What follows belongs to an exercise in optimizing a design on an open flow for small area and a short achievable clock period; a production flow would make more cautious choices.
In this exercise RTL edits were held to simulation tests only and were not proved equivalent to the original.
Power is estimated from default activity; no workload was simulated.

==> flow/design.v (outline; a module is shown in full before it is edited, if it fits) <==
// module fs_lzc: 22 lines
// module fs_fma: 2024 lines
// module fs_cvt: 538 lines
// module fs_misc: 67 lines
// module fs_lzc_cmp: 34 lines
// module ksc_fslot: 202 lines
module ksc_fslot (
    input             clk,
    input             rst,
    input             in_valid,
    input      [4:0]  op,
    input      [31:0] a,
    input      [31:0] b,
    input      [31:0] c,
    output reg        out_valid,
    output reg [31:0] res
);
  // ...
==> flow/flow/run.sh <==
#!/bin/bash
# The standard layout with two changes:
#  - buf_2 cells as the port buffers instead of the default delay-cell
#    buffers (faster and smaller);
#  - after the standard synthesis, flow/polarity.py removes inverters next to
#    the full adders (a full adder of complemented inputs gives complemented
#    outputs), then the standard flow goes on from that netlist.
# Each step's full output goes to its own log in this folder.
set -euo pipefail
export BUFFER_PORTS_ARGS="-buffer_cell sky130_fd_sc_hd__buf_2"
R="$PWD/orfs/results/sky130hd/ksc_fslot/base"
bash standard.sh "$R/1_2_yosys.v" > standard_synth.log 2>&1
cp "$R/1_2_yosys.v" "$R/1_2_yosys.standard.v"
python3 flow/polarity.py "$R/1_2_yosys.standard.v" "$R/1_2_yosys.v" > polarity.log 2>&1
bash standard.sh > standard.log 2>&1
==> flow/flow/polarity.py <==
#!/usr/bin/env python3
"""Inverter clean-up around full adders in a synthesized netlist.

A full adder is self-dual: FA(~a, ~b, ~c) = (~sum, ~cout). Yosys's
extract_fa leaves an inverter next to most fa_1 cells. This pass chooses,
for each fa_1 cell, whether it computes on true or complemented signals
so that fewer inverters are needed, then rebuilds the inv_1 cells: each
signal that some pin needs complemented gets one inverter, or its driver
is swapped for its complemented twin (and2 <-> nand2, ...) when no pin
needs the signal itself. Registers, ports and all other cells are kept.
The logic function is unchanged.

Usage: polarity.py IN.v OUT.v
"""
import re, sys, collections

PFX = 'sky130_fd_sc_hd__'
PAIRS = [('and2_1', 'nand2_1'), ('or2_1', 'nor2_1'), ('and3_1', 'nand3_1'), ('or3_1', 'nor3_1'),
         ('and4_1', 'nand4_1'), ('or4_1', 'nor4_1'), ('xor2_1', 'xnor2_1'),
         ('a21o_1', 'a21oi_1'), ('o21a_1', 'o21ai_1'), ('a22o_1', 'a22oi_1'), ('o22a_1', 'o22ai_1'),
         ('a211o_1', 'a211oi_1'), ('o211a_1', 'o211ai_1'), ('a31o_1', 'a31oi_1'),
         ('o31a_1', 'o31ai_1'), ('mux2_1', 'mux2i_1')]
TWIN = {}
for p, q in PAIRS:
    TWIN[p] = q; TWIN[q] = p
INVERTING = {q for p, q in PAIRS}          # output pin Y; the others use X
AREA = {'inv_1': 3.7536, 'and2_1': 6.256, 'nand2_1': 3.7536, 'or2_1': 6.256, 'nor2_1': 3.7536,
        'and3_1': 6.256, 'nand3_1': 5.0048, 'or3_1': 6.256, 'nor3_1': 5.0048,
        'and4_1': 8.7584, 'nand4_1': 6.256, 'or4_1': 7.5072, 'nor4_1': 6.256,
        'xor2_1': 8.7584, 'xnor2_1': 8.7584, 'a21o_1': 7.5072, 'a21oi_1': 5.0048,
        'o21a_1': 7.5072, 'o21ai_1': 5.0048, 'a22o_1': 8.7584, 'a22oi_1': 7.5072,
        'o22a_1': 8.7584, 'o22ai_1': 6.256, 'a211o_1': 8.7584, 'a211oi_1': 7.5072,
        'o211a_1': 8.7584, 'o211ai_1': 7.5072, 'a31o_1': 8.7584, 'a31oi_1': 6.256,
        'o31a_1': 8.7584, 'o31ai_1': 7.5072, 'mux2_1': 11.2608, 'mux2i_1': 10.0096}
OUTP = {'X', 'Y', 'Q', 'Q_N', 'SUM', 'COUT', 'HI', 'LO'}


def main(src, dst):
    txt = open(src).read()
    cell_re = re.compile(r'^  (' + PFX + r'\w+) (\S+)\s+\((.*?)\n  \);\n', re.S | re.M)
    cells = []
    for m in cell_re.finditer(txt):
        pins = [(p, n.strip()) for p, n in re.findall(r'\.(\w+)\(([^()]*?)\)', m.group(3))]
        cells.append([m.group(1)[len(PFX):], m.group(2), pins, m.start(), m.end()])
    for i in range(len(cells) - 1):
        assert cells[i][4] == cells[i + 1][3], 'cells not contiguous'
    first, last = cells[0][3], cells[-1][4]
    header, trailer = txt[:first], txt[last:]
    outports = set()
    for m in re.finditer(r'^\s*output\s+(\[(\d+):(\d+)\]\s*)?(\S+?)\s*;', header, re.M):
        nm = m.group(4)
        if m.group(1):
            hi, lo = int(m.group(2)), int(m.group(3))
            for i in range(min(hi, lo), max(hi, lo) + 1):
                outports.add(f'{nm}[{i}]')
        else:
            outports.add(nm)

    inv_src = {}                     # inverter output net -> input net
    for c in cells:
        if c[0] == 'inv_1':
            d = dict(c[2])
            inv_src[d['Y']] = d['A']
    def base(n):
        pol = 0
        while n in inv_src and n not in outports:
            n = inv_src[n]; pol ^= 1
        return n, pol

    drivers = {}
    for i, c in enumerate(cells):
        if c[0] == 'inv_1':
            continue
        for p, n in c[2]:
            if p in OUTP:
                drivers[n] = i
    uses = collections.defaultdict(list)   # signal -> [(cell idx or -1 for port, polarity)]
    for i, c in enumerate(cells):
        if c[0] == 'inv_1':
            continue
        for p, n in c[2]:
            if p not in OUTP:
                s, pol = base(n)
                uses[s].append((i, pol))
    kept_inv = []                      # inverters that drive output ports stay as they are
    for c in cells:
        if c[0] == 'inv_1':
            y = dict(c[2])['Y']
            if y in outports:
                s, pol = base(dict(c[2])['A'])
                uses[s].append((-1, pol ^ 1))
                kept_inv.append(c)
    fa = [i for i, c in enumerate(cells) if c[0] == 'fa_1']
    fixed = set()
    for i in fa:
        for p, n in cells[i][2]:
            if p in OUTP and n in outports:
                fixed.add(i)
    flip = [0] * len(cells)

    def wants(s):
        d = drivers.get(s)
        src = flip[d] if d is not None else 0
        return {pol ^ (flip[i] if i >= 0 else 0) ^ src for i, pol in uses[s]}

    def swappable(s):
        d = drivers.get(s)
        return d is not None and cells[d][0] in TWIN and s not in outports

    def cost(s):
        w = wants(s)
        if 1 not in w:
            return 0.0
        if w == {1} and swappable(s):
            t = cells[drivers[s]][0]
            return AREA[TWIN[t]] - AREA[t]
        return AREA['inv_1']

    fa_sigs = {i: {base(n)[0] for p, n in cells[i][2]} for i in fa}
    cur = {s: cost(s) for s in uses}
    for _ in range(30):
        changed = False
        for i in fa:
            if i in fixed:
                continue
            before = sum(cur.get(s, 0.0) for s in fa_sigs[i])
            flip[i] ^= 1
            after = {s: cost(s) for s in fa_sigs[i] if s in uses}
            if sum(after.values()) < before - 1e-9:
                cur.update(after); changed = True
            else:
                flip[i] ^= 1
        if not changed:
            break

    # physical nets
    newnet_id = [0]
    def fresh(tag):
        newnet_id[0] += 1
        return f'_pol{tag}{newnet_id[0]}_'
    swapped = {s for s in uses if wants(s) == {1} and swappable(s)}
    rename = {}                        # signal -> net now carrying ~signal at its driver
    for i in fa:
        if flip[i]:
            for p, n in cells[i][2]:
                if p in OUTP:
                    rename[n] = fresh('n')
    for s in swapped:
        rename[s] = fresh('s')
    inv_of = {}
    extra = []
    def comp(net):
        if net not in inv_of:
            inv_of[net] = fresh('i')
            extra.append(('inv_1', fresh('c'), [('A', net), ('Y', inv_of[net])]))
        return inv_of[net]
    def phys(s, pol):
        if s in rename:                # driver gives ~s on rename[s]
            return rename[s] if pol else comp(rename[s])
        return comp(s) if pol else s

    out = []
    swapped_drv = {drivers[s] for s in swapped}
    for i, c in enumerate(cells):
        typ, name, pins = c[0], c[1], c[2]
        if typ == 'inv_1':
            continue
        f = flip[i]
        newpins = []
        for p, n in pins:
            if p in OUTP:
                newpins.append((p, rename.get(n, n) if (f or i in swapped_drv) else n))
            else:
                s, pol = base(n)
                newpins.append((p, phys(s, pol ^ f)))
        if i in swapped_drv:
            t2 = TWIN[typ]
            op = 'Y' if t2 in INVERTING else 'X'
            newpins = [((op if p in ('X', 'Y') else p), n) for p, n in newpins]
            typ = t2
        out.append((typ, name, newpins))
    for c in kept_inv:
        s, pol = base(dict(c[2])['A'])
        out.append(('inv_1', c[1], [('A', phys(s, pol)), ('Y', dict(c[2])['Y'])]))
    out.extend(extra)
    decl = set()
    for typ, name, pins in out:
        for p, n in pins:
            if n.startswith('_pol'):
                decl.add(n)
    body = ''.join(f'  wire {n};\n' for n in sorted(decl))
    def net(n):
        return n + ' ' if n.startswith('\\') else n
    for typ, name, pins in out:
        body += f'  {PFX}{typ} {name} (\n' + ',\n'.join(f'    .{p}({net(n)})' for p, n in pins) + '\n  );\n'
    open(dst, 'w').write(header + body + trailer)
    n_old = sum(1 for c in cells if c[0] == 'inv_1')
    n_new = sum(1 for o in out if o[0] == 'inv_1')
    print(f'polarity: {len(fa)} fa_1, {sum(flip)} flipped, {len(swapped)} drivers swapped, '
          f'inv_1 {n_old} -> {n_new}')


if __name__ == '__main__':
    main(sys.argv[1], sys.argv[2])
==> flow/standard.sh <==
#!/bin/bash
# synth_recipe.tcl (not shown) runs the flow's synth.tcl, then flattens the netlist and writes it again
# the make line also repeats each setting of config.mk as NAME=value (left out here)
make -C /OpenROAD-flow-scripts/flow DESIGN_CONFIG=/design/flow/config.mk WORK_HOME=/design/flow/orfs CLKGATE_MAP_FILE= SYNTH_SCRIPT=/design/flow/synth_recipe.tcl "${@:-finish}"
==> flow/config.mk <==
export PLATFORM = sky130hd
export DESIGN_NAME = ksc_fslot
export DESIGN_NICKNAME = ksc_fslot
export VERILOG_FILES = /design/flow/design.v
export SDC_FILE = /design/flow/constraint.sdc
export NUM_CORES = 4
export LEC_CHECK = 0
export CAP_MARGIN = 20
export CORE_MARGIN = 2
export CORE_UTILIZATION = 40
export CTS_CLUSTER_DIAMETER = 150
export CTS_CLUSTER_SIZE = 20
export PLACE_DENSITY = 0.6
export SLEW_MARGIN = 20
==> flow/constraint.sdc <==
create_clock -name core_clock -period 36.0 [get_ports {clk}]
set_input_delay 7.2000 -clock core_clock [delete_from_list [all_inputs] [get_ports {clk}]]
set_output_delay 7.2000 -clock core_clock [all_outputs]
set_load 0.01 [all_outputs]
==> out/qor.txt, run 1 <==
Post_cts resized: 0
Fin area: 46,960 um^2
Share of cells above drive strength 1: 8.526%
Clock share of power: 10.8%
CP endpoint kind: primary output
Power Total: 0.002961 W
CP Buf/Inv Count: 1
Die width: 335.9 um
Post-CTS Setup Bufs: 0
Pin count of the biggest net entering global routing: 74
Vias in the first global route: 39,450
# rows: 121
Top delay family on crit path: flip-flops
Switching part of the total: 53.46%
Setup ws final: 27.69 ns
Combinational power share: 66.5%
GPL Wtd Cong: 1.011
Net Switching: 0.001583 W
Most frequent cells in the layout: nand2_1 (615), fa_1 (489), dfxtp_1 (390)
Peak Freq: 0.1203 GHz
Crit share post-route: 23.08%
Routed wire length: 166,600 um
Number of flip-flops and latches: 391
Clk tree area frac: 1.615%
Outcome: finished clean
# setup viols final: 0
Stages on the worst setup path: 1
Internal power: 0.001378 W
Crit-path slowest cell: dfxtp_1
Placed cells: 6,448
Detailed placement HPWL: 126,300 um
Skew-Pair Late Insertion Delay: 0.64 ns
First-pass GRT wire length: 250,800 um
Seq pwr share: 22.8%
Seq/total area: 16.68%
Avg Cell Area, Syn: 8.627 um^2
Top Consumer: combinational logic
HP Start: nan1
Filler cell count: 10,950
Hold-critical path depth: 0
Dpl ws: 27.10 ns
==> run 2, diff against run 1 <==
--- a/flow/flow/polarity.py
+++ b/flow/flow/polarity.py
@@ -12,7 +12,9 @@
 
 Usage: polarity.py IN.v OUT.v
 """
-import re, sys, collections
+import re, sys, collections, random
+
+RESTARTS = 200
 
 PFX = 'sky130_fd_sc_hd__'
 PAIRS = [('and2_1', 'nand2_1'), ('or2_1', 'nor2_1'), ('and3_1', 'nand3_1'), ('or3_1', 'nor3_1'),
@@ -117,21 +119,38 @@
         return AREA['inv_1']
 
     fa_sigs = {i: {base(n)[0] for p, n in cells[i][2]} for i in fa}
-    cur = {s: cost(s) for s in uses}
-    for _ in range(30):
-        changed = False
+    def greedy():
+        cur = {s: cost(s) for s in uses}
+        for _ in range(30):
+            changed = False
+            for i in order:
+                if i in fixed:
+                    continue
+                before = sum(cur.get(s, 0.0) for s in fa_sigs[i])
+                flip[i] ^= 1
+                after = {s: cost(s) for s in fa_sigs[i] if s in uses}
+                if sum(after.values()) < before - 1e-9:
+                    cur.update(after); changed = True
+                else:
+                    flip[i] ^= 1
+            if not changed:
+                break
+        return sum(cur.values())
+
+    # greedy descent from several starting points (fixed seed: reproducible)
+    rng = random.Random(1)
+    order = list(fa)
+    best, best_flip = greedy(), list(flip)
+    for trial in range(RESTARTS):
+        rng.shuffle(order)
+        flip = list(best_flip)
         for i in fa:
-            if i in fixed:
-                continue
-            before = sum(cur.get(s, 0.0) for s in fa_sigs[i])
-            flip[i] ^= 1
-            after = {s: cost(s) for s in fa_sigs[i] if s in uses}
-            if sum(after.values()) < before - 1e-9:
-                cur.update(after); changed = True
-            else:
+            if i not in fixed and rng.random() < 0.3:
                 flip[i] ^= 1
-        if not changed:
-            break
+        c = greedy()
+        if c < best - 1e-9:
+            best, best_flip = c, list(flip)
+    flip = best_flip
 
     # physical nets
     newnet_id = [0]
==> run 2 against run 1 <==
Non-clock buffer count down 20. Via count up 1.8%. Cell count down 0.57%. Largest power group unchanged.
==> out/qor.txt, run 2 <==
Stages on the worst setup path: 1 (unchanged)
PwrDens: 64.27 nW/um^2 (was 63.06 nW/um^2)
Combinational power share: 66.9% (was 66.5%)
Switching part of the total: 54.35% (was 53.46%)
CP endpoint kind: primary output (unchanged)
R2R Path End: P1[45] (unchanged)
CP Launch Point: res[30] (was res[7])
CP peak stage delay: 0.34 ns (was 0.31 ns)
Hold slack: 0.3312 ns (was 0.3292 ns)
Routed WL per cell: 26.72 um (was 25.68 um)
Initial antenna violation count: 16 (was 5)
Port Buf Inserts: 136 (unchanged)
Core Region: 108,600 um^2 (was 109,000 um^2)
Placement Cell Area: 45,630 um^2 (was 46,170 um^2)
Top delay family on crit path: flip-flops (unchanged)
Seq pwr share: 23.4% (was 22.8%)
Setup ws final: 27.70 ns (was 27.69 ns)
Slew Limit Fails: 0 (unchanged)
First-pass GRT wire length: 257,800 um (was 250,800 um)
Critical Path Sink: res[30] (was res[7])
Data required time of the worst path: 28.80 ns (about the same)
Clock sinks: 391 (unchanged)
Total iterations of the first detailed-routing run: 7 (was 6)
Outcome: finished clean (unchanged)
Skew-Pair Late Insertion Delay: 0.64 ns (about the same)
Worst-path clk slew: 0.09 ns (was 0.08 ns)
DRT antenna net count: 0 (unchanged)
Peak Freq: 0.1205 GHz (was 0.1203 GHz)
Final min period: 8.299 ns (was 8.309 ns)
Share of cells above drive strength 1: 8.290% (was 8.526%)
Dpl ws: 27.17 ns (was 27.10 ns)
Post-CTS Setup Bufs: 0 (unchanged)
Vias in the first global route: 39,540 (was 39,450)
# setup viols final: 0 (unchanged)
GRT Overall Usage: 30.42% (was 29.15%)
CTS H-tree depth: 1 (unchanged)
Leakage power: 16.61 nW (was 19.31 nW)
Commonest non-fill, non-tap cell in the layout: nand2_1 (unchanged)
Worst R2R Start: y0[24] (was y0[21])
Die width: 334.4 um (was 335.9 um)
Total grt overflow: 0 (unchanged)
Routed wire length: 172,300 um (was 166,600 um)
Filler cell count: 10,820 (was 10,950)
Crit path DAT: 1.10 ns (was 1.11 ns)
CP startpoint kind: flip-flop (unchanged)
Most frequent cells in the layout: nand2_1 (762), fa_1 (489), dfxtp_1 (383) (was nand2_1 (615), fa_1 (489), dfxtp_1 (390))
Reg-to-reg slack, setup: 27.72 ns (was 27.70 ns)
Crit share post-route: 23.05% (was 23.08%)
Net Count, Synth: 5,894 (was 5,910)
Worst rel slew slack: 26.32% (was 20.85%)
P&R area growth vs syn: 6.055% (was 6.567%)
Clock Path Buffers: 3 (unchanged)
Fin area: 46,300 um^2 (was 46,960 um^2)
Total CTS buffers: 24 (was 25)
Hold-critical path depth: 0 (unchanged)
Crit-path slowest cell: dfxtp_1 (unchanged)
Worst vdd ir: 53.20 uV (was 40.37 uV)
DR vias: 40,420 (was 39,710)
Final #Nets: 5,827 (was 5,864)
Net Switching: 0.001618 W (was 0.001583 W)
Clock share of power: 9.7% (was 10.8%)
Root buffer cell: clkbuf_16 (unchanged)
Crit path cell chain: buf_2 (unchanged)
Final Core Density: 42.66% (was 43.08%)
Ys Warns: 2 (unchanged)
Final Hold Fails: 0 (unchanged)
Slew @ Worst Pin: 1.103 ns (was 1.186 ns)
Post-Route Setup TNS: 0 ns (unchanged)
CTS tree: yes (unchanged)
I/O pins: 137 (unchanged)
HP Start: ck1[0] (was nan1)
Cell area after synthesis: 43,660 um^2 (was 44,070 um^2)
Pin count of the biggest net entering global routing: 73 (was 74)
Initial Util: 40.22% (was 40.43%)
Hold crit path type: reg -> reg (unchanged)
Setup CP Type: reg -> out (unchanged)
Die Y: 334.4 um (was 335.9 um)
First DRT Iteration DRCs: 4,595 (was 3,963)
Clock Skews: 0.05551 ns (was 0.03772 ns)
Hold_buf cts: 0 (unchanged)
Cells after Synth: 5,092 (was 5,108)
Die area: 111,800 um^2 (was 112,800 um^2)
Detailed placement HPWL: 130,700 um (was 126,300 um)
Post_cts resized: 0 (unchanged)
Depth of the worst register-to-register path: 26 (unchanged)
Unrepaired setup endpoints after global routing: false (unchanged)
Critical Path Fanout Max: 1 (unchanged)
GPL Wtd Cong: 1.046 (was 1.011)
CP Buf/Inv Count: 1 (unchanged)
Routed vias/inst: 6.268 (was 6.123)
Internal power: 0.001358 W (was 0.001378 W)
# rows: 121 (unchanged)
Avg Cell Area, Syn: 8.574 um^2 (was 8.627 um^2)
Biggest regs: A1 x77, R2 x77, P1 x48 (unchanged)
DRC: 0 (unchanged)
MaxCap Viol Count: 0 (unchanged)
## run 2: cell count changes in the layout (fill, tap and decap cells not counted), sizes merged
cell	change
a21o	+8
inv	-18
a21oi	-8
and2	-147
buf	-20
bufinv	-2
nand2	+147
clkinv	+3
## run 2: through the flow
step / power, W / cells
after floorplan: 0.001990 / 5092
after global placement: 0.002627 / 6413
after detailed placement: 0.002631 / 6413
after CTS: 0.002925 / 6444
after global routing: 0.003139 / 6444
final: 0.002976 / 6448
## run 2: worst min path at each step
stage,slack (ns),endpoint
floorplan,0.31,bz2
global placement,0.31,slim2[7]
detailed placement,0.31,slim2[3]
CTS,0.33,cl2
global route,0.34,ck2[0]
finish,0.33,ck2[0]
## run 2: routing by layer
| layer | GRT usage [%] | vias to the layer above | part of all wire, % |
|---|---|---|---|
| met2 | 47.87 | 2334 | 44 |
| met3 | 4.753 | 557 | 8.9 |
| met5 | 0 | - | 0.045 |
| met4 | 16.38 | 10 | 6.7 |
| met1 | 40.18 | 19890 | 40 |
| li1 | - | 17630 | - |
## run 2: cell type report
| cell class | instances | area (um^2) | area share (%) |
|---|---|---|---|
| repair buffers | 231 | 1394 | 3.010 |
| multi-input cells | 4088 | 33540 | 72.44 |
| diodes | 4 | 10.01 | 0.02162 |
| flip-flops and latches | 391 | 7840 | 16.93 |
| inverters | 289 | 1085 | 2.343 |
| well taps | 1414 | 1769 | 3.821 |
| clock inverters | 5 | 55.05 | 0.1189 |
| clock buffers | 26 | 608.1 | 1.313 |
## run 2: power by group through the flow
stage	Sequential (W)	Clock (W)	Combinational (W)
2_1_floorplan	0.000603	0	0.00139
3_3_place_gp	0.000699	0	0.00193
3_5_place_dp	0.000699	0	0.00193
4_1_cts	0.000689	0.000295	0.00194
5_1_grt	0.000696	0.000308	0.00214
6_report	0.000696	0.000288	0.00199
==> run 3, diff against run 2 <==
--- a/flow/flow/polarity.py
+++ b/flow/flow/polarity.py
@@ -15,6 +15,7 @@
 import re, sys, collections, random
 
 RESTARTS = 200
+HA_SPLIT = True   # half adders may take complemented inputs (xor2/xnor2 + nor2/nor2b)
 
 PFX = 'sky130_fd_sc_hd__'
 PAIRS = [('and2_1', 'nand2_1'), ('or2_1', 'nor2_1'), ('and3_1', 'nand3_1'), ('or3_1', 'nor3_1'),
@@ -69,6 +70,9 @@
             n = inv_src[n]; pol ^= 1
         return n, pol
 
+    def ha_ok(c):
+        return all(not n.startswith("1'") for p, n in c[2])
+
     drivers = {}
     for i, c in enumerate(cells):
         if c[0] == 'inv_1':
@@ -78,7 +82,7 @@
                 drivers[n] = i
     uses = collections.defaultdict(list)   # signal -> [(cell idx or -1 for port, polarity)]
     for i, c in enumerate(cells):
-        if c[0] == 'inv_1':
+        if c[0] == 'inv_1' or (HA_SPLIT and c[0] == 'ha_1' and ha_ok(c)):
             continue
         for p, n in c[2]:
             if p not in OUTP:
@@ -113,9 +117,13 @@
         w = wants(s)
         if 1 not in w:
             return 0.0
-        if w == {1} and swappable(s):
+        if swappable(s):
             t = cells[drivers[s]][0]
-            return AREA[TWIN[t]] - AREA[t]
+            delta = AREA[TWIN[t]] - AREA[t]
+            if w == {1}:
+                return delta
+            if delta < 0:                 # swap, and invert back for the others
+                return AREA['inv_1'] + delta
         return AREA['inv_1']
 
     fa_sigs = {i: {base(n)[0] for p, n in cells[i][2]} for i in fa}
@@ -157,7 +165,13 @@
     def fresh(tag):
         newnet_id[0] += 1
         return f'_pol{tag}{newnet_id[0]}_'
-    swapped = {s for s in uses if wants(s) == {1} and swappable(s)}
+    def swap_it(s):
+        if not swappable(s):
+            return False
+        w = wants(s)
+        t = cells[drivers[s]][0]
+        return w == {1} or (w == {0, 1} and AREA[TWIN[t]] < AREA[t])
+    swapped = {s for s in uses if swap_it(s)}
     rename = {}                        # signal -> net now carrying ~signal at its driver
     for i in fa:
         if flip[i]:
@@ -183,6 +197,22 @@
     for i, c in enumerate(cells):
         typ, name, pins = c[0], c[1], c[2]
         if typ == 'inv_1':
+            continue
+        if HA_SPLIT and typ == 'ha_1' and ha_ok(c):
+            d = dict(pins)
+            (sa, pa), (sb, pb) = base(d['A']), base(d['B'])
+            fa_ = pa ^ (1 if sa in rename else 0)     # 1: the complement is free
+            fb_ = pb ^ (1 if sb in rename else 0)
+            na, nb = phys(sa, pa ^ fa_), phys(sb, pb ^ fb_)
+            if fa_ == 0 and fb_ == 0:
+                out.append(('ha_1', name, [('A', na), ('B', nb), ('COUT', d['COUT']), ('SUM', d['SUM'])]))
+            elif fa_ == 1 and fb_ == 1:
+                out.append(('xor2_1', fresh('h'), [('A', na), ('B', nb), ('X', d['SUM'])]))
+                out.append(('nor2_1', fresh('h'), [('A', na), ('B', nb), ('Y', d['COUT'])]))
+            else:
+                ncomp, ntrue = (na, nb) if fa_ else (nb, na)
+                out.append(('xnor2_1', fresh('h'), [('A', ncomp), ('B', ntrue), ('Y', d['SUM'])]))
+                out.append(('nor2b_1', fresh('h'), [('A', ncomp), ('B_N', ntrue), ('Y', d['COUT'])]))
             continue
         f = flip[i]
         newpins = []
==> run 3 against run 2 <==
Highest routed layer unchanged. Synthesized cell count hardly changed. Clock-buffer cell count is 2 lower. Critical path type unchanged. Wire length is 1.3% lower. First-iteration DRC count is 2.7% higher. Fmax is 0.75% lower.
==> out/qor.txt, run 3 <==
Fin area: 46,020 um^2 (was 46,300 um^2)
Skew-Pair Late Insertion Delay: 0.64 ns (about the same)
Post-CTS Setup Bufs: 0 (unchanged)
Cells after Synth: 5,094 (was 5,092)
PwrDens: 64.50 nW/um^2 (was 64.27 nW/um^2)
Routed wire length: 170,100 um (was 172,300 um)
Clock sinks: 391 (unchanged)
Port Buf Inserts: 136 (unchanged)
Die area: 111,000 um^2 (was 111,800 um^2)
Critical Path Fanout Max: 1 (unchanged)
Routed WL per cell: 26.38 um (was 26.72 um)
Data required time of the worst path: 28.80 ns (about the same)
Routed vias/inst: 6.232 (was 6.268)
Clock Path Buffers: 3 (unchanged)
Placement Cell Area: 45,380 um^2 (was 45,630 um^2)
Pin count of the biggest net entering global routing: 78 (was 73)
Avg Cell Area, Syn: 8.511 um^2 (was 8.574 um^2)
Vias in the first global route: 39,510 (was 39,540)
Crit-path slowest cell: dfxtp_1 (unchanged)
Total iterations of the first detailed-routing run: 7 (unchanged)
CP endpoint kind: primary output (unchanged)
Slew Limit Fails: 0 (unchanged)
Share of cells above drive strength 1: 8.363% (was 8.290%)
Biggest regs: A1 x77, R2 x77, P1 x48 (unchanged)
Worst rel slew slack: 20.96% (was 26.32%)
Clock Skews: 0.04136 ns (was 0.05551 ns)
Final Hold Fails: 0 (unchanged)
Ys Warns: 2 (unchanged)
Peak Freq: 0.1196 GHz (was 0.1205 GHz)
Core Region: 107,400 um^2 (was 108,600 um^2)
Post-Route Setup TNS: 0 ns (unchanged)
DRC: 0 (unchanged)
Area of the multi-input gates: 33,630 um^2 (was 33,540 um^2)
Unrepaired setup endpoints after global routing: false (unchanged)
Post_cts resized: 0 (unchanged)
# setup viols final: 0 (unchanged)
Hold_buf cts: 0 (unchanged)
Fin cells: 6,447 (was 6,448)
Initial antenna violation count: 13 (was 16)
Net Count, Synth: 5,790 (was 5,894)
Total CTS buffers: 23 (was 24)
DRT antenna net count: 0 (unchanged)
Most frequent cells in the layout: nand2_1 (774), fa_1 (489), dfxtp_1 (385) (was nand2_1 (762), fa_1 (489), dfxtp_1 (383))
Die Y: 333.2 um (was 334.4 um)
Leakage power: 15.11 nW (was 16.61 nW)
First DRT Iteration DRCs: 4,721 (was 4,595)
Root buffer cell: clkbuf_16 (unchanged)
CP startpoint kind: flip-flop (unchanged)
First-pass GRT wire length: 254,500 um (was 257,800 um)
Slew @ Worst Pin: 1.173 ns (was 1.103 ns)
Detailed placement HPWL: 128,000 um (was 130,700 um)
Total grt overflow: 0 (unchanged)
Setup CP Type: reg -> out (unchanged)
GRT Overall Usage: 29.99% (was 30.42%)
P&R area growth vs syn: 6.153% (was 6.055%)
CTS tree: yes (unchanged)
Register area: 7838 um^2 (was 7840 um^2)
GPL Wtd Cong: 1.035 (was 1.046)
MaxCap Viol Count: 0 (unchanged)
Top delay family on crit path: flip-flops (unchanged)
Crit path cell chain: buf_2 (unchanged)
CTS H-tree depth: 1 (unchanged)
Worst-path clk slew: 0.10 ns (was 0.09 ns)
Worst vdd ir: 36.53 uV (was 53.20 uV)
CP Buf/Inv Count: 1 (unchanged)
Crit share post-route: 23.23% (was 23.05%)
Placed cells: 6,411 (was 6,413)
I/O pins: 137 (unchanged)
DR vias: 40,180 (was 40,420)
Commonest non-fill, non-tap cell in the layout: nand2_1 (unchanged)
CP peak stage delay: 0.33 ns (was 0.34 ns)
Final min period: 8.362 ns (was 8.299 ns)
Cell area after synthesis: 43,360 um^2 (was 43,660 um^2)
Crit path DAT: 1.16 ns (was 1.10 ns)
Final #Nets: 5,729 (was 5,827)
Filler cell count: 10,680 (was 10,820)
Die width: 333.2 um (was 334.4 um)
# rows: 120 (was 121)
Initial Util: 40.39% (was 40.22%)
Hold crit path type: reg -> reg (unchanged)
Outcome: finished clean (unchanged)
[run 3: through the flow]
stage / hold WS (ns) / worst slack (ns) / utilization (%) / total power (W)
3_5_place_dp: 0.3121 / 27.16 / 42.27 / 0.002630
6_report: 0.3312 / 27.64 / 42.87 / 0.002969
4_1_cts: 0.3307 / 27.65 / 42.84 / 0.002913
2_1_floorplan: 0.3096 / 27.64 / - / 0.002003
3_3_place_gp: 0.3100 / 27.22 / 42.27 / 0.002625
5_1_grt: 0.3345 / 27.53 / 42.85 / 0.003127
[run 3: path summary, 6_finish.rpt]
check | from | end | slack (ns) | depth (start not counted)
setup reg to reg | y0[24] | P1[45] | 27.76 | 23
hold reg to reg | inf1 | inf2 | 0.33 | 0
hold / removal | inf1 | inf2 | 0.33 | 0
setup / recovery | res[25] | res[25] | 27.64 | 1
[run 3: worst register-to-register path, stage by stage, from the launching register on]
cell	delay (ns)
dfxtp_1	0.37
nor4_2	0.39
buf_4	0.40
nand2_1	0.47
nand2_1	0.23
fa_1	0.44
fa_1	0.57
fa_1	0.46
fa_1	0.45
fa_1	0.52
fa_1	0.44
fa_1	0.51
xor2_1	0.20
a21o_1	0.18
a21o_1	0.17
a221o_1	0.36
a21oi_1	0.14
o21ai_0	0.39
a31o_2	0.43
o31a_1	0.28
a21oi_1	0.29
o21bai_1	0.14
a21oi_1	0.20
xnor2_1	0.13
[run 3: routing by layer]
layer  share of wire (%)  up-vias  track usage (%)
met3                 9.1      566            5.413
met2                  45     2269            47.90
met5               0.021        -                0
met4                 6.6        6            16.41
li1                    -    17650                -
met1                  39    19690            38.45
[run 3: report_power, final]
part / leakage [nW] / internal, W / switching (W) / total [W]
combinational: 11.6 / 0.000699 / 0.00129 / 0.00199
sequential: 3.24 / 0.000535 / 0.000166 / 0.000700
clock: 0.301 / 0.000116 / 0.000164 / 0.000280
total: 15.1 / 0.00135 / 0.00162 / 0.00297
[run 3: final cells by class]
type	count	share of cell area (%)
multi-input cells	4187	73.07
flip-flops and latches	391	17.03
repair buffers	238	3.143
diodes	10	0.05437
clock buffers	24	1.259
clock inverters	2	0.06797
well taps	1403	3.814
inverters	192	1.566
==> module ksc_fslot, before the edit <==
module ksc_fslot (
    input             clk,
    input             rst,
    input             in_valid,
    input      [4:0]  op,
    input      [31:0] a,
    input      [31:0] b,
    input      [31:0] c,
    output reg        out_valid,
    output reg [31:0] res
);
    localparam [31:0] ONE  = 32'h3F80_0000;
    localparam [31:0] NEG0 = 32'h8000_0000;
    localparam [31:0] M32  = 32'hCF80_0000;    
    wire i_fma  = ~op[4] & ((op[3:0] <= 4'd2) | (op[3:0] == 4'd9) | (op[3:0] == 4'd10));
    wire i_cvt  = op[4] & op[3];
    wire i_f2i  = i_cvt & (op[2] | op[1]);
    wire i_i2f  = i_cvt & ~op[2] & ~op[1];
    wire i_addb = ~op[4] & ~op[3] & ~op[2] & ~op[1];               
    wire i_mulb = ~op[4] & ((op[3:0] == 4'd2) | (op[3:0] == 4'd9) | (op[3:0] == 4'd10));
    wire i_is1  = i_addb & op[0];
    wire i_is2  = ~op[4] & ~op[3] & ~op[2] & op[1];                
    wire i_selb = ~op[3] & ~i_is2;
    wire i_selc = ~op[4] & op[3];
    wire i_m32  = i_i2f & ~op[0] & a[31];
    wire [31:0] yi = ({32{i_mulb}} & b) | ({32{i_addb}} & ONE);
    wire [31:0] zi = ({32{i_selb}} & {b[31] ^ i_is1, b[30:0]})
                   | ({32{i_selc}} & c)
                   | ({32{i_f2i}}  & a)
                   | ({32{i_m32}}  & M32)
                   | {i_is2, 31'd0};
    reg        v0, fma0, f2i0, i2f0;
    reg [4:0]  op0;
    reg [31:0] x0, y0, z0;
    always @(posedge clk) begin
        if (rst) v0 <= 1'b0;
        else     v0 <= in_valid;
        op0  <= op;
        fma0 <= i_fma;
        f2i0 <= i_f2i;
        i2f0 <= i_i2f;
        x0   <= {a[31] ^ (~op[4] & (op[3:0] == 4'd10)), a[30:0]};
        y0   <= yi;
        z0   <= zi;
    end
    wire [31:0] mres;
    fs_misc u_misc (.op(op0), .a(x0), .b(z0), .r(mres));
    wire [31:0] V = fma0 ? 32'd0 : mres;
    wire        sx = x0[31], sy = y0[31], sz = z0[31];
    wire [7:0]  ex = x0[30:23], ey = y0[30:23], ez = z0[30:23];
    wire x_nan  = (&ex) &  (|x0[22:0]);
    wire y_nan  = (&ey) &  (|y0[22:0]);
    wire z_nan  = (&ez) &  (|z0[22:0]);
    wire x_inf  = (&ex) & ~(|x0[22:0]);
    wire y_inf  = (&ey) & ~(|y0[22:0]);
    wire z_inf  = (&ez) & ~(|z0[22:0]);
    wire x_zero = ~(|x0[30:0]);
    wire y_zero = ~(|y0[30:0]);
    wire z_zero = ~(|z0[30:0]);
    wire [23:0] mx = {|ex, x0[22:0]};
    wire [23:0] my = {|ey, y0[22:0]};
    wire [23:0] mz = {|ez, z0[22:0]};
    wire [7:0]  Ex = {ex[7:1], ex[0] | ~(|ex)};
    wire [7:0]  Ey = {ey[7:1], ey[0] | ~(|ey)};
    wire [7:0]  Ez = {ez[7:1], ez[0] | ~(|ez)};
    wire sp      = fma0 & (sx ^ sy);
    wire p_zero  = x_zero | y_zero;
    wire p_inf   = x_inf | y_inf;
    wire is_nan  = x_nan | y_nan | z_nan | (x_inf & y_zero) | (y_inf & x_zero)
                 | (p_inf & z_inf & (sp != sz));
    wire is_inf  = p_inf | z_inf;
    wire inf_s   = p_inf ? sp : sz;
    wire eff_sub = fma0 ? (sp ^ sz) : (sz & (f2i0 | i2f0));
    wire [47:0] P;
    fs_fma u_mul (.x(mx), .y(my), .v(V), .r(P));
    wire [9:0]  exy  = fma0 ? ({2'd0, Ex} + {2'd0, Ey}) :
                       (f2i0 | i2f0) ? 10'd300 : 10'd1023;
    wire signed [10:0] shr = $signed({1'b0, exy}) - $signed({3'd0, Ez}) - 11'sd100;
    wire        top  = (fma0 & p_zero) | shr[10];       
    wire        far  = |shr[9:7];                       
    wire [9:0]  shc  = top ? 10'd0 : shr[9:0];
    wire [8:0]  slim = shc[8:0] + {1'b0, Ez};           
    wire [6:0]  sh   = shr[6:0];
    wire [76:0] a0s  = {mz, 53'd0};
    wire [76:0] a1s  = sh[0] ? {1'd0,  a0s[76:1]}  : a0s;
    wire [76:0] a2s  = sh[1] ? {2'd0,  a1s[76:2]}  : a1s;
    wire [76:0] a3s  = sh[2] ? {4'd0,  a2s[76:4]}  : a2s;
    wire [76:0] a4s  = sh[3] ? {8'd0,  a3s[76:8]}  : a3s;
    wire [76:0] a5s  = sh[4] ? {16'd0, a4s[76:16]} : a4s;
    wire [76:0] a6s  = sh[5] ? {32'd0, a5s[76:32]} : a5s;
    wire [76:0] a7s  = sh[6] ? {64'd0, a6s[76:64]} : a6s;
    wire [23:0] smask;
    genvar gj;
    generate
        for (gj = 0; gj < 24; gj = gj + 1) begin : gsm
            assign smask[gj] = sh >= 7'd53 + gj;
        end
    endgenerate
    wire        ast  = top ? 1'b0 : far ? (|mz) : (|(mz & smask));
    wire [76:0] A    = top ? {mz, 53'd0} : far ? {76'd0, ast} : {a7s[76:1], ast};
    wire       f_nan  = z_nan;
    wire       to_sgn = ~op0[2];
    wire       clamp  = f_nan | (to_sgn ? (ez >= 8'd158) : (sz | (ez >= 8'd159)));
    wire [1:0] ckind  = f_nan ? 2'd0 : to_sgn ? (sz ? 2'd2 : 2'd3) : (sz ? 2'd0 : 2'd1);
    reg        v1;
    reg [47:0] P1;
    reg [76:0] A1;
    reg [8:0]  slim1;
    reg        sub1, sp1, nan1, inf1, infs1, bz1, bzs1, raw1, f2i1, trunc1, cl1;
    reg [1:0]  ck1;
    always @(posedge clk) begin
        if (rst) v1 <= 1'b0;
        else     v1 <= v0;
        P1     <= P;
        A1     <= A;
        slim1  <= slim;
        sub1   <= eff_sub;
        sp1    <= sp;
        nan1   <= fma0 & is_nan;
        inf1   <= fma0 & is_inf;
        infs1  <= inf_s;
        bz1    <= fma0 & p_zero & z_zero;
        bzs1   <= sp & sz;
        raw1   <= ~fma0 & ~i2f0;
        f2i1   <= f2i0;
        trunc1 <= op0[0];
        cl1    <= f2i0 & clamp;
        ck1    <= ckind;
    end
    wire        finc = ~trunc1 & A1[2] & (A1[3] | A1[1] | A1[0]);
    wire [78:0] bop  = sub1 ? ~{2'b00, A1} : {2'b00, A1};
    wire [78:0] bopf = f2i1 ? {bop[78:3], 3'b111} : bop;
    wire        co, use1, neg;
    wire [77:0] R;
    fs_cvt u_add (.x({28'd0, P1, 3'd0}), .y(bopf), .u(use1), .v(neg), .r(R), .co(co));
    assign use1 = f2i1 ? (sub1 ^ finc) : (sub1 & co);
    assign neg  = ~f2i1 & sub1 & ~co;
    wire [6:0] lz;
    wire       rz;
    fs_lzc #(.LW(7)) u_lz (.d({R, 50'd0}), .n(lz), .z(rz));
    reg        v2;
    reg [77:0] R2;
    reg [6:0]  lz2;
    reg        rz2;
    reg [8:0]  slim2;
    reg        sb2, nan2, inf2, infs2, bz2, bzs2, raw2, cl2;
    reg [1:0]  ck2;
    always @(posedge clk) begin
        if (rst) v2 <= 1'b0;
        else     v2 <= v1;
        R2    <= R;
        lz2   <= lz;
        rz2   <= rz;
        slim2 <= slim1;
        sb2   <= sp1 ^ neg;
        nan2  <= nan1;
        inf2  <= inf1;
        infs2 <= infs1;
        bz2   <= bz1;
        bzs2  <= bzs1;
        raw2  <= raw1;
        cl2   <= cl1;
        ck2   <= ck1;
    end
    wire        hid  = {2'b00, lz2} <= slim2;            
    wire [6:0]  s    = hid ? lz2 : slim2[6:0];
    wire [77:0] n6   = s[6] ? {R2[13:0], 64'd0} : R2;
    wire [77:0] n5   = s[5] ? {n6[45:0], 32'd0} : n6;
    wire [77:0] n4   = s[4] ? {n5[61:0], 16'd0} : n5;
    wire [77:0] n3   = s[3] ? {n4[69:0],  8'd0} : n4;
    wire [77:0] n2   = s[2] ? {n3[73:0],  4'd0} : n3;
    wire [77:0] n1   = s[1] ? {n2[75:0],  2'd0} : n2;
    wire [77:0] N    = s[0] ? {n1[76:0],  1'd0} : n1;
    wire [52:0] msk  = {53{1'b1}} >> s;
    wire        st   = |(R2[52:0] & msk);
    wire [22:0] man  = N[76:54];
    wire        g    = N[53];
    wire [9:0]  e1   = {1'b0, slim2} + 10'd1 - {3'd0, lz2};    
    wire        ovf  = hid & (e1 >= 10'd255);
    wire        rinc = g & (st | man[0]);
    wire [30:0] pk   = {hid ? e1[7:0] : 8'd0, man} + {30'd0, rinc};
    wire [31:0] fres = nan2 ? 32'h7FC0_0000 :
                       inf2 ? {infs2, 31'h7F80_0000} :
                       rz2  ? {bz2 & bzs2, 31'd0} :
                       ovf  ? {sb2, 31'h7F80_0000} :
                              {sb2, pk};
    reg  [31:0] kval;
    always @* begin
        case (ck2)
            2'd0:    kval = 32'h0000_0000;
            2'd1:    kval = 32'hFFFF_FFFF;
            2'd2:    kval = 32'h8000_0000;
            default: kval = 32'h7FFF_FFFF;
        endcase
    end
    wire [31:0] rres = cl2 ? kval : R2[34:3];
    always @(posedge clk) begin
        if (rst) out_valid <= 1'b0;
        else     out_valid <= v2;
        res <= raw2 ? rres : fres;
    end
endmodule
==> run 4, diff against run 3 <==
--- a/flow/design.v
+++ b/flow/design.v
@@ -2791,8 +2791,9 @@
     reg [47:0] P1;
     reg [76:0] A1;
     reg [8:0]  slim1;
-    reg        sub1, sp1, nan1, inf1, infs1, bz1, bzs1, raw1, f2i1, trunc1, cl1;
-    reg [1:0]  ck1;
+    reg        sub1, sp1, zn1, f2i1, trunc1;
+    reg [1:0]  spc1;
+    reg [2:0]  kd1;
     always @(posedge clk) begin
         if (rst) v1 <= 1'b0;
         else     v1 <= v0;
@@ -2801,16 +2802,11 @@
         slim1  <= slim;
         sub1   <= eff_sub;
         sp1    <= sp;
-        nan1   <= fma0 & is_nan;
-        inf1   <= fma0 & is_inf;
-        infs1  <= inf_s;
-        bz1    <= fma0 & p_zero & z_zero;
-        bzs1   <= sp & sz;
-        raw1   <= ~fma0 & ~i2f0;
+        spc1   <= ~fma0 ? 2'b00 : is_nan ? 2'b01 : is_inf ? {1'b1, inf_s} : 2'b00;
+        zn1    <= fma0 & p_zero & z_zero & sp & sz;
         f2i1   <= f2i0;
         trunc1 <= op0[0];
-        cl1    <= f2i0 & clamp;
-        ck1    <= ckind;
+        kd1    <= (fma0 | i2f0) ? 3'b000 : (f2i0 & clamp) ? {1'b1, ckind} : 3'b001;
     end
     wire        finc = ~trunc1 & A1[2] & (A1[3] | A1[1] | A1[0]);
     wire [78:0] bop  = sub1 ? ~{2'b00, A1} : {2'b00, A1};
@@ -2828,8 +2824,9 @@
     reg [6:0]  lz2;
     reg        rz2;
     reg [8:0]  slim2;
-    reg        sb2, nan2, inf2, infs2, bz2, bzs2, raw2, cl2;
-    reg [1:0]  ck2;
+    reg        sb2, zn2;
+    reg [1:0]  spc2;
+    reg [2:0]  kd2;
     always @(posedge clk) begin
         if (rst) v2 <= 1'b0;
         else     v2 <= v1;
@@ -2838,14 +2835,9 @@
         rz2   <= rz;
         slim2 <= slim1;
         sb2   <= sp1 ^ neg;
-        nan2  <= nan1;
-        inf2  <= inf1;
-        infs2 <= infs1;
-        bz2   <= bz1;
-        bzs2  <= bzs1;
-        raw2  <= raw1;
-        cl2   <= cl1;
-        ck2   <= ck1;
+        spc2  <= spc1;
+        zn2   <= zn1;
+        kd2   <= kd1;
     end
     wire        hid  = {2'b00, lz2} <= slim2;            
     wire [6:0]  s    = hid ? lz2 : slim2[6:0];
@@ -2864,24 +2856,24 @@
     wire        ovf  = hid & (e1 >= 10'd255);
     wire        rinc = g & (st | man[0]);
     wire [30:0] pk   = {hid ? e1[7:0] : 8'd0, man} + {30'd0, rinc};
-    wire [31:0] fres = nan2 ? 32'h7FC0_0000 :
-                       inf2 ? {infs2, 31'h7F80_0000} :
-                       rz2  ? {bz2 & bzs2, 31'd0} :
+    wire [31:0] fres = spc2[1] ? {spc2[0], 31'h7F80_0000} :
+                       spc2[0] ? 32'h7FC0_0000 :
+                       rz2     ? {zn2, 31'd0} :
                        ovf  ? {sb2, 31'h7F80_0000} :
                               {sb2, pk};
     reg  [31:0] kval;
     always @* begin
-        case (ck2)
+        case (kd2[1:0])
             2'd0:    kval = 32'h0000_0000;
             2'd1:    kval = 32'hFFFF_FFFF;
             2'd2:    kval = 32'h8000_0000;
             default: kval = 32'h7FFF_FFFF;
         endcase
     end
-    wire [31:0] rres = cl2 ? kval : R2[34:3];
+    wire [31:0] rres = kd2[2] ? kval : R2[34:3];
     always @(posedge clk) begin
         if (rst) out_valid <= 1'b0;
         else     out_valid <= v2;
-        res <= raw2 ? rres : fres;
+        res <= (kd2 != 3'b000) ? rres : fres;
     end
 endmodule
==> run 4 against run 3 <==
Largest power group unchanged. Die area about the same. Synthesized area hardly changed. Sequential power fell by 2%. Final area barely moved. Highest routed layer unchanged. Global-route usage decreased by 0.24 points. Clock-buffer cell count up 1. Still clean on timing, DRC and antenna. Critical path depth up 5. Clock skew decreased by 0.0062 ns. Sequential cell count fell by 6. Non-clock buffer count grew 7.
==> out/qor.txt, run 4 <==
CTS H-tree depth: 1 (unchanged)
Worst-path clk slew: 0.08 ns (was 0.10 ns)
# setup viols final: 0 (unchanged)
Most frequent cells in the layout: nand2_1 (811), fa_1 (489), dfxtp_1 (383) (was nand2_1 (774), fa_1 (489), dfxtp_1 (385))
Placed cells: 6,432 (was 6,411)
# rows: 120 (unchanged)
CP endpoint kind: flip-flop (was primary output)
Routed wire length: 168,700 um (was 170,100 um)
Outcome: finished clean (unchanged)
PwrDens: 64.16 nW/um^2 (was 64.50 nW/um^2)
DRT antenna net count: 0 (unchanged)
Data required time of the worst path: 36.54 ns (was 28.80 ns)
Die area: 111,000 um^2 (about the same)
Die Y: 333.2 um (about the same)
Hold_buf cts: 0 (unchanged)
First-pass GRT wire length: 252,700 um (was 254,500 um)
DR vias: 40,610 (was 40,180)
CTS tree: yes (unchanged)
Top delay family on crit path: simple AND/OR/NAND/NOR gates (was flip-flops)
Critical Path Fanout Max: 23 (was 1)
Routed WL per cell: 26.09 um (was 26.38 um)
Worst rel slew slack: 18.27% (was 20.96%)
Clock Path Buffers: 3 (unchanged)
Total iterations of the first detailed-routing run: 7 (unchanged)
Final Hold Fails: 0 (unchanged)
Area of the multi-input gates: 33,580 um^2 (was 33,630 um^2)
Crit-path slowest cell: nor3_2 (was dfxtp_1)
Vias in the first global route: 39,470 (was 39,510)
Routed vias/inst: 6.282 (was 6.232)
I/O pins: 137 (unchanged)
Port Buf Inserts: 136 (unchanged)
Peak Freq: 0.1179 GHz (was 0.1196 GHz)
Final #Nets: 5,751 (was 5,729)
Cell area after synthesis: 43,350 um^2 (was 43,360 um^2)
MaxCap Viol Count: 0 (unchanged)
Post-CTS Setup Bufs: 0 (unchanged)
GPL Wtd Cong: 1.055 (was 1.035)
Fin cells: 6,465 (was 6,447)
Biggest regs: A1 x77, R2 x77, P1 x48 (unchanged)
Crit share post-route: 23.57% (was 23.23%)
Initial Util: 40.38% (was 40.39%)
Crit path DAT: 9.02 ns (was 1.16 ns)
Net Count, Synth: 5,816 (was 5,790)
P&R area growth vs syn: 6.156% (was 6.153%)
Slew @ Worst Pin: 1.215 ns (was 1.173 ns)
Clock Skews: 0.03511 ns (was 0.04136 ns)
CP startpoint kind: input pin (was flip-flop)
Worst vdd ir: 41.07 uV (was 36.53 uV)
CP peak stage delay: 0.67 ns (was 0.33 ns)
Register area: 7712 um^2 (was 7838 um^2)
Avg Cell Area, Syn: 8.466 um^2 (was 8.511 um^2)
Unrepaired setup endpoints after global routing: false (unchanged)
Leakage power: 15.15 nW (was 15.11 nW)
Cells after Synth: 5,121 (was 5,094)
Hold slack: 0.3318 ns (was 0.3312 ns)
Commonest non-fill, non-tap cell in the layout: nand2_1 (unchanged)
GRT Overall Usage: 29.75% (was 29.99%)
Total grt overflow: 0 (unchanged)
Hold crit path type: reg -> reg (unchanged)
First DRT Iteration DRCs: 4,942 (was 4,721)
Post_cts resized: 0 (unchanged)
Pin count of the biggest net entering global routing: 56 (was 78)
Clock sinks: 385 (was 391)
DRC: 0 (unchanged)
Setup CP Type: in -> reg (was reg -> out)
CP Buf/Inv Count: 2 (was 1)
Slew Limit Fails: 0 (unchanged)
Crit path cell chain: buf_2 -> nand2_1 -> mux2_2 -> nor3_2 -> buf_4 -> and2_1 (was buf_2)
Detailed placement HPWL: 126,500 um (was 128,000 um)
Filler cell count: 10,700 (was 10,680)
Post-Route Setup TNS: 0 ns (unchanged)
Initial antenna violation count: 4 (was 13)
Share of cells above drive strength 1: 8.516% (was 8.363%)
Core Region: 107,400 um^2 (unchanged)
Die width: 333.2 um (about the same)
Root buffer cell: clkbuf_16 (unchanged)
Ys Warns: 2 (unchanged)
Final min period: 8.485 ns (was 8.362 ns)
Total CTS buffers: 24 (was 23)
Final Core Density: 42.87% (about the same)
Skew-Pair Late Insertion Delay: 0.63 ns (was 0.64 ns)
run 4: report_power, final:
group	switching, W	internal, W
Sequential	0.000161	0.000528
Clock	0.000163	0.000122
Combinational	0.00130	0.000678
run 4: through the flow:
stage,setup slack [ns],area [um^2],total power (W)
4_1_cts,27.56,46000,0.002884
6_report,27.52,46020,0.002953
3_3_place_gp,26.96,45330,0.002592
2_1_floorplan,27.48,43350,0.001960
3_5_place_dp,26.94,45330,0.002596
5_1_grt,27.44,46020,0.003109
run 4: final cells by class:
| cell class | count | area share [%] |
|---|---|---|
| inverter | 213 | 1.737 |
| timing repair buffer | 245 | 3.284 |
| sequential | 385 | 16.76 |
| antenna | 1 | 0.005437 |
| multi-input combinational | 4187 | 72.96 |
| clock buffer | 25 | 1.313 |
| tap | 1403 | 3.814 |
| clock inverter | 6 | 0.1305 |
run 4: metal layers:
| layer | share of wire [%] | routed length, um | global-route usage (%) | vias to the layer above |
|---|---|---|---|---|
| li1 | - | - | - | 17750 |
| met1 | 40 | 67860 | 39.27 | 19930 |
| met2 | 44 | 74790 | 47.09 | 2464 |
| met3 | 11 | 18100 | 6.931 | 461 |
| met4 | 4.7 | 7926 | 11.63 | 2 |
| met5 | 0.0077 | 13 | 0 | - |
run 4: worst paths after layout:
| path | start | cells after the start | slack [ns] | to |
|---|---|---|---|---|
| hold reg to reg | zn1 | 0 | 0.33 | zn2 |
| setup / recovery | op[3] | 6 | 27.52 | y0[17] |
| setup reg to reg | y0[26] | 22 | 28.35 | P1[46] |
| hold / removal | zn1 | 0 | 0.33 | zn2 |
==> run 5, diff against run 4 <==
--- a/flow/design.v
+++ b/flow/design.v
@@ -2697,16 +2697,17 @@
     localparam [31:0] ONE  = 32'h3F80_0000;
     localparam [31:0] NEG0 = 32'h8000_0000;
     localparam [31:0] M32  = 32'hCF80_0000;    
-    wire i_fma  = ~op[4] & ((op[3:0] <= 4'd2) | (op[3:0] == 4'd9) | (op[3:0] == 4'd10));
+    wire i_x10  = op[1] ^ op[0];                                   
+    wire i_fma  = ~op[4] & ((~op[3] & ~op[2]) | (op[3] & i_x10));  
     wire i_cvt  = op[4] & op[3];
     wire i_f2i  = i_cvt & (op[2] | op[1]);
     wire i_i2f  = i_cvt & ~op[2] & ~op[1];
     wire i_addb = ~op[4] & ~op[3] & ~op[2] & ~op[1];               
-    wire i_mulb = ~op[4] & ((op[3:0] == 4'd2) | (op[3:0] == 4'd9) | (op[3:0] == 4'd10));
+    wire i_mulb = ~op[4] & ((~op[3] & ~op[2] & op[1]) | (op[3] & i_x10));    
     wire i_is1  = i_addb & op[0];
     wire i_is2  = ~op[4] & ~op[3] & ~op[2] & op[1];                
-    wire i_selb = ~op[3] & ~i_is2;
-    wire i_selc = ~op[4] & op[3];
+    wire i_selb = ~op[3] & (op[4] | op[2] | ~op[1]);               
+    wire i_selc = ~op[4] & op[3];                                  
     wire i_m32  = i_i2f & ~op[0] & a[31];
     wire [31:0] yi = ({32{i_mulb}} & b) | ({32{i_addb}} & ONE);
     wire [31:0] zi = ({32{i_selb}} & {b[31] ^ i_is1, b[30:0]})
==> run 5 against run 4 <==
Still clean. Sequential power rose by 7.3%. Combinational power rose by about 20%. First-iteration DRC count fell by 7.1%. Non-clock buffer count fell by 14. Global-route usage rose by 1.4 points. Via count fell by 2.3%. Power rose by 15%. Critical endpoint is now res[17]. Largest power group unchanged. Highest routed layer unchanged.
==> out/qor.txt, run 5 <==
Outcome: finished clean (unchanged)
Die Y: 330.5 um (was 333.2 um)
Placement Cell Area: 44,640 um^2 (was 45,330 um^2)
CP peak stage delay: 0.33 ns (was 0.67 ns)
Unrepaired setup endpoints after global routing: false (unchanged)
Placed cells: 6,357 (was 6,432)
GPL Wtd Cong: 1.013 (was 1.055)
CP endpoint kind: primary output (was flip-flop)
P&R area growth vs syn: 6.440% (was 6.156%)
Fin area: 45,370 um^2 (was 46,020 um^2)
First-pass GRT wire length: 255,000 um (was 252,700 um)
Routed wire length: 171,900 um (was 168,700 um)
Routed vias/inst: 6.211 (was 6.282)
Register area: 7724 um^2 (was 7712 um^2)
Worst vdd ir: 41.11 uV (was 41.07 uV)
Most frequent cells in the layout: nand2_1 (811), fa_1 (489), dfxtp_1 (374) (was nand2_1 (811), fa_1 (489), dfxtp_1 (383))
Cell area after synthesis: 42,630 um^2 (was 43,350 um^2)
Power Total: 0.003401 W (was 0.002953 W)
GRT Overall Usage: 31.11% (was 29.75%)
Total CTS buffers: 25 (was 24)
Peak Freq: 0.1213 GHz (was 0.1179 GHz)
Setup ws final: 27.75 ns (was 27.52 ns)
Crit path DAT: 1.05 ns (was 9.02 ns)
Final #Nets: 5,688 (was 5,751)
Post_cts resized: 0 (unchanged)
CP Buf/Inv Count: 1 (was 2)
Top delay family on crit path: flip-flops (was simple AND/OR/NAND/NOR gates)
Port Buf Inserts: 136 (unchanged)
Die width: 330.5 um (was 333.2 um)
Share of cells above drive strength 1: 8.282% (was 8.516%)
Crit share post-route: 22.91% (was 23.57%)
Pin count of the biggest net entering global routing: 61 (was 56)
Final Hold Fails: 0 (unchanged)
Total iterations of the first detailed-routing run: 8 (was 7)
# setup viols final: 0 (unchanged)
MaxCap Viol Count: 0 (unchanged)
Dpl ws: 27.34 ns (was 26.94 ns)
Worst-path clk slew: 0.09 ns (was 0.08 ns)
Core Region: 105,600 um^2 (was 107,400 um^2)
Final min period: 8.247 ns (was 8.485 ns)
Clock Skews: 0.05117 ns (was 0.03511 ns)
DRC: 0 (unchanged)
Clock Path Buffers: 3 (unchanged)
I/O pins: 137 (unchanged)
DRT antenna net count: 0 (unchanged)
Slew @ Worst Pin: 1.085 ns (was 1.215 ns)
Biggest regs: A1 x77, R2 x77, P1 x48 (unchanged)
Clock sinks: 385 (unchanged)
Initial antenna violation count: 9 (was 4)
Root buffer cell: clkbuf_16 (unchanged)
Crit path cell chain: buf_2 (was buf_2 -> nand2_1 -> mux2_2 -> nor3_2 -> buf_4 -> and2_1)
CP startpoint kind: flip-flop (was input pin)
Net Count, Synth: 5,743 (was 5,816)
Fin cells: 6,391 (was 6,465)
Commonest non-fill, non-tap cell in the layout: nand2_1 (unchanged)
Post-Route Setup TNS: 0 ns (unchanged)
Filler cell count: 10,540 (was 10,700)
First DRT Iteration DRCs: 4,591 (was 4,942)
Cells after Synth: 5,048 (was 5,121)
Post-CTS Setup Bufs: 0 (unchanged)
Area of the multi-input gates: 33,060 um^2 (was 33,580 um^2)
Vias in the first global route: 39,120 (was 39,470)
Die area: 109,200 um^2 (was 111,000 um^2)
Data required time of the worst path: 28.80 ns (was 36.54 ns)
DR vias: 39,700 (was 40,610)
Worst rel slew slack: 25.81% (was 18.27%)
Skew-Pair Late Insertion Delay: 0.63 ns (about the same)
Initial Util: 40.38% (about the same)
Crit-path slowest cell: dfxtp_1 (was nor3_2)
Critical Path Fanout Max: 1 (was 23)
Ys Warns: 2 (unchanged)
Setup CP Type: reg -> out (was in -> reg)
Detailed placement HPWL: 128,900 um (was 126,500 um)
Avg Cell Area, Syn: 8.445 um^2 (was 8.466 um^2)
CTS tree: yes (unchanged)
Slew Limit Fails: 0 (unchanged)
PwrDens: 74.95 nW/um^2 (was 64.16 nW/um^2)
# rows: 119 (was 120)
Total grt overflow: 0 (unchanged)
Routed WL per cell: 26.90 um (was 26.09 um)
CTS H-tree depth: 1 (unchanged)
Hold_buf cts: 0 (unchanged)
Leakage power: 15.17 nW (was 15.15 nW)
Hold crit path type: reg -> reg (unchanged)
## run 5: path summary, 6_finish.rpt
check / from / end / slack, ns / depth (start not counted)
min reg2reg: zn1 / zn2 / 0.36 / 0
max: res[17] / res[17] / 27.75 / 1
max reg2reg: x0[1] / P1[46] / 27.83 / 22
min: zn1 / zn2 / 0.36 / 0
## run 5: area by class of cell
cell class                 count  share of cell area [%]
antenna                        1                0.005515
clock buffer                  27                   1.417
clock inverter                 6                  0.1572
inverter                     196                   1.621
multi-input combinational   4154                   72.86
sequential                   385                   17.02
tap                         1391                   3.836
timing repair buffer         231                   3.080
## run 5: per-layer routing
metal | global-route usage [%] | part of all wire, % | up-vias
met5 | 0 | 0.031 | -
met4 | 17.54 | 6.7 | 8
met3 | 6.276 | 9.9 | 577
met2 | 49.01 | 44 | 2348
met1 | 39.86 | 39 | 19340
li1 | - | - | 17420
## run 5: power by group
group | leakage [nW] | internal, W | switching [W]
clock | 0.350 | 0.000130 | 0.000165
sequential | 3.20 | 0.000545 | 0.000194
combinational | 11.6 | 0.000838 | 0.00153
## run 5: through the flow
step                      hold slack (ns)  util, %
after detailed placement           0.3361    42.29
final                              0.3553    42.98
after CTS                          0.3553    42.97
after global routing               0.3642    42.98
after floorplan                    0.3096        -
after global placement             0.3149    42.28
## run 5: worst reg2reg max path, delay by kind of cell (launching register included)
kind                     cells  cell delay, ns
buffers and inverters        2            0.61
XOR/XNOR                     2            0.75
adder cells (fa/ha/maj)      7            3.48
flip-flops                   1            0.81
AO/OA/AOI/OAI                8            1.91
AND/OR/NAND/NOR              3            0.52

## what the ideal ports hide
The flow's constraints put no driver on any port. The routed layouts listed below were extracted and timed again, unchanged, in two steps.
Step 1, drivers: a clkbuf_16 drives clk and a buf_2 each remaining input, both assumed.
Step 2 moves the port delays by t, midway between the first and last clock arrival at a register: inputs arrive t later, outputs are due t later. That takes back most of the time a late clock gives input paths.
a / b / c = ideal / step 1 / step 2; a / b = the first two.
run	t (ns)	setup WS [ns]	clock arrival spread, ns
run 1	0.702	27.691 / 27.614 / 27.087	0.037 / 0.038
run 2	0.689	27.701 / 27.628 / 27.003	0.056 / 0.056
run 3	0.690	27.638 / 27.562 / 27.136	0.041 / 0.042
run 4	0.684	27.515 / 27.562 / 26.877	0.037 / 0.037
run 5	0.675	27.753 / 27.682 / 27.370	0.054 / 0.054
After both steps setup and hold are still met in every run listed. For run 2, which loses most, drivers alone change the setup slack by -0.073 ns; drivers and shift together by -0.698 ns.
